This design comes from an exercise in tuning for small area, a short achievable clock period and few clock cycles on the open sky130 flow, not from production work. At most, simulation tests tie the RTL to the original design; equivalence was not proved.

Setup of run A:
Design digest_unit, start of the top module:
module digest_unit (
    input  wire        clk,
    input  wire        rst,
    input  wire        in_valid,
    output wire        in_ready,
    input  wire [63:0] in_data,
    input  wire [3:0]  in_nbytes,
    input  wire        in_last,
    input  wire [1:0]  in_alg,
    input  wire        in_expect,
    input  wire [63:0] in_cmp,
    output reg         out_valid,
    output reg  [63:0] out_digest,
    output reg         out_match,
    output reg         out_empty
);
For scale: about 4500 cells after synthesis, ~370 flip-flops, roughly 210 I/O pins.
export LEC_CHECK = 0
export CAP_MARGIN = 20
export CORE_MARGIN = 2
export CORE_UTILIZATION = 50
export SLEW_MARGIN = 20
create_clock -name core_clock -period 10.0 [get_ports {clk}]
standard.sh (not shown) runs the stock make flow with config.mk's settings and CLKGATE_MAP_FILE= SYNTH_SCRIPT=/design/flow/synth_recipe.tcl, a recipe that flattens the netlist after the stock synthesis.
==> flow/flow/run.sh <==
#!/bin/bash
export SETUP_SLACK_MARGIN=5.8
export BUFFER_PORTS_ARGS="-buffer_cell sky130_fd_sc_hd__buf_2"
bash standard.sh > standard.log 2>&1
Testbench counts of run A, summed over its fixed seeds: cycles 10,044.
[inputs] run B vs run A
--- a/flow/design.v
+++ b/flow/design.v
@@ -94,17 +94,16 @@
         end
     end
     wire [63:0] base  = first ? init : rot_s ? 64'd0 : wbuf;
     wire [63:0] word  = base ^ (drot & wm);       
     wire [63:0] ovp   = drot & om;                
     always @(posedge clk) begin
         if (rst) begin
             rdy     <= 1'b1;
-            n       <= 32'd0;
             fstate  <= F_IDLE;
             op_c32  <= 1'b0;
             op_c64  <= 1'b0;
             op_th   <= 1'b0;
             op_a    <= 1'b0;
             op_b    <= 1'b0;
             op_clr  <= 1'b1;
             fz      <= 1'b1;
@@ -114,17 +113,16 @@
             op_c64 <= 1'b0;
             op_th  <= 1'b0;
             op_a   <= 1'b0;
             op_b   <= 1'b0;
             op_clr <= 1'b0;
             op_out <= 1'b0;
             case (fstate)
                 F_IDLE: if (fire) begin
-                    n     <= n + {28'd0, in_nbytes};
                     fz    <= fz & kz;
                     if (!in_last) begin
                         op_c32 <= cmpl && in_alg == 2'd0;
                         op_c64 <= cmpl && in_alg == 2'd1;
                         op_th  <= cmpl && is_th;
                     end else begin
                         rdy     <= 1'b0;
                         if (first && kz) begin
@@ -145,17 +143,16 @@
                             fstate <= ovf ? F_PAD : F_A;
                         end
                     end
                 end
                 F_OUT: begin
                     op_out <= 1'b1;
                     op_clr <= 1'b1;
                     rdy    <= 1'b1;
-                    n      <= 32'd0;
                     fz     <= 1'b1;
                     fstate <= F_IDLE;
                 end
                 F_WAIT: begin
                     op_clr <= 1'b1;
                     fstate <= F_ROT;
                 end
                 F_ROT: begin
@@ -178,16 +175,22 @@
                 default: begin     
                     op_th  <= 1'b1;
                     fstate <= F_OUT;
                 end
             endcase
         end
     end
     always @(posedge clk) begin
+        if (rst || fstate == F_OUT)
+            n <= 32'd0;
+        else
+            n <= n + {28'd0, in_nbytes & {4{fire}}};
+    end
+    always @(posedge clk) begin
         if (fire) begin
             alg_r <= in_alg;
             if (in_last) begin
                 cmp_q   <= in_cmp;
                 exp_q   <= in_expect;
                 empty_q <= first && kz;
             end
         end
==> comparison <==
~same number of levels in the clock H-tree in run A and run B. Run A -> run B: routed wire length increased by a few percent. Taking run A as the reference, in run B critical path arrival rose 50 ps; tightest hold margin has remained practically unchanged; final instance area now larger; fraction of synthesized area in multiplexers went down 1.4 points; met3 track utilization from global routing went up 12 points. Data required time of the critical path in run B is 40 ps higher than in run A. Compared with run A, run B supports a lower clock frequency.
Testbench counts of run B, summed over its fixed seeds: cycles 10,044.

--- another note on this design; it stands on its own ---

job 101:
// digest_unit
module digest_unit (
    input  wire        clk,
    input  wire        rst,
    input  wire        in_valid,
    output wire        in_ready,
    input  wire [63:0] in_data,
    input  wire [3:0]  in_nbytes,
    input  wire        in_last,
    input  wire [1:0]  in_alg,
    input  wire        in_expect,
    input  wire [63:0] in_cmp,
    output reg         out_valid,
    output reg  [63:0] out_digest,
    output reg         out_match,
    output reg         out_empty
);
==> flow/config.mk <==
export PLATFORM = sky130hd
export DESIGN_NAME = digest_unit
export DESIGN_NICKNAME = digest_unit
export VERILOG_FILES = /design/flow/design.v
export SDC_FILE = /design/flow/constraint.sdc
export NUM_CORES = 4
export LEC_CHECK = 0
export CAP_MARGIN = 20
export CORE_MARGIN = 2
export CORE_UTILIZATION = 50
export SLEW_MARGIN = 20
==> flow/constraint.sdc <==
create_clock -name core_clock -period 10.0 [get_ports {clk}]
set_input_delay 2.0000 -clock core_clock [delete_from_list [all_inputs] [get_ports {clk}]]
set_output_delay 2.0000 -clock core_clock [all_outputs]
set_load 0.01 [all_outputs]
standard.sh (not shown) runs the stock make flow with config.mk's settings and CLKGATE_MAP_FILE= SYNTH_SCRIPT=/design/flow/synth_recipe.tcl, a recipe that flattens the netlist after the stock synthesis.
==> flow/flow/run.sh <==
#!/bin/bash
export SETUP_SLACK_MARGIN=6.0
export BUFFER_PORTS_ARGS="-buffer_cell sky130_fd_sc_hd__buf_2"
bash standard.sh > standard.log 2>&1
Job 101 finished every stage and its layout cleared the timing, DRC and antenna checks.
Testbench counts of job 101, summed over its fixed seeds: cycles 10,044.
diff inputs: job 101 => job 102
Settings: changing CORE_UTILIZATION from 50 to 55.
==> flow/flow/run.sh <==
#!/bin/bash
export SETUP_SLACK_MARGIN=5.8
export BUFFER_PORTS_ARGS="-buffer_cell sky130_fd_sc_hd__buf_2"
bash standard.sh > standard.log 2>&1
Comparing job 101 and job 102, starting density of the core is higher on job 102.
Number of detailed-route iterations in the first pass in job 102 vs job 101: up 2
Of job 101 and job 102, job 101 shows the lower time the final worst path needs with I/O delays and setup, with job 102 above it.
Clock transition time at the flip-flop clock pins of the worst setup and hold paths: job 102 vs job 101 — no meaningful difference

Another version of the RTL of digest_unit (not shown whole).
Size in the first run: roughly 4,500 cells after synthesis, ~370 flip-flops.
==> flow/config.mk <==
export PLATFORM = sky130hd
export DESIGN_NAME = digest_unit
export DESIGN_NICKNAME = digest_unit
export VERILOG_FILES = /design/flow/design.v
export SDC_FILE = /design/flow/constraint.sdc
export NUM_CORES = 4
export LEC_CHECK = 0
export CAP_MARGIN = 20
export CORE_MARGIN = 2
export CORE_UTILIZATION = 30
export SLEW_MARGIN = 20
==> flow/constraint.sdc <==
create_clock -name core_clock -period 10.0 [get_ports {clk}]
set_input_delay 2.0000 -clock core_clock [delete_from_list [all_inputs] [get_ports {clk}]]
set_output_delay 2.0000 -clock core_clock [all_outputs]
set_load 0.01 [all_outputs]
==> flow/flow/run.sh <==
#!/bin/bash
export SETUP_SLACK_MARGIN=5.8
bash standard.sh > standard.log 2>&1
The starting point completed with no timing, DRC or antenna violations.
Edit:
==> flow/flow/run.sh (replaced) <==
#!/bin/bash
export SETUP_SLACK_MARGIN=5.8
export BUFFER_PORTS_ARGS="-buffer_cell sky130_fd_sc_hd__buf_2"
bash standard.sh > standard.log 2>&1
Settings changed: CORE_UTILIZATION 30 to 50.
What happened: Clock-buffer cell count decreases by 12. Non-clock buffer count came out higher by 12. Fmax is about the same. Hold slack is about the same. Cell count shrinks by roughly a tenth. Via count came out higher by a few percent. Final area shrinks by a few percent. Global-route usage goes up by 19 points.
No functional check of the RTL was part of any run of this note.

port drivers added, routing unchanged:
The flow's constraints put no driver on any port. The routed layouts listed below were extracted and timed again, unchanged, in two steps. Step 1 assumes that a clkbuf_16 drives the clock port and a buf_2 every other input. Step 2, shift: input delay + t, output delay - t, t = (earliest + latest rising clock arrival at the registers) / 2. This alone moves slack from input paths to output paths. Three values: no drivers, after step 1, after step 2; two values: the first two.
run	t, ns	setup slack, ns	slew at the worst register clock pin (ns)	worst slew at a driven data input, ns	pins driven straight from the clock port
run A	0.680	5.641 / 5.641 / 5.180	0.07 / 0.07	0.08	1
run B	0.663	5.627 / 5.627 / 5.133	0.07 / 0.07	0.08	1
job 101	0.661	5.814 / 5.814 / 5.407	0.07 / 0.07	0.08	1
job 102	0.649	5.538 / 5.538 / 5.211	0.07 / 0.07	0.06	1
the first run of note 3	0.655	5.583 / 5.583 / 5.244	0.07 / 0.07	0.11	1
the second run of note 3	0.625	5.585 / 5.585 / 5.321	0.07 / 0.07	0.10	1
After both steps setup and hold are still met in every run listed. For run B, which loses most, drivers alone change the setup slack by 0.000 ns; drivers and shift together by -0.494 ns.
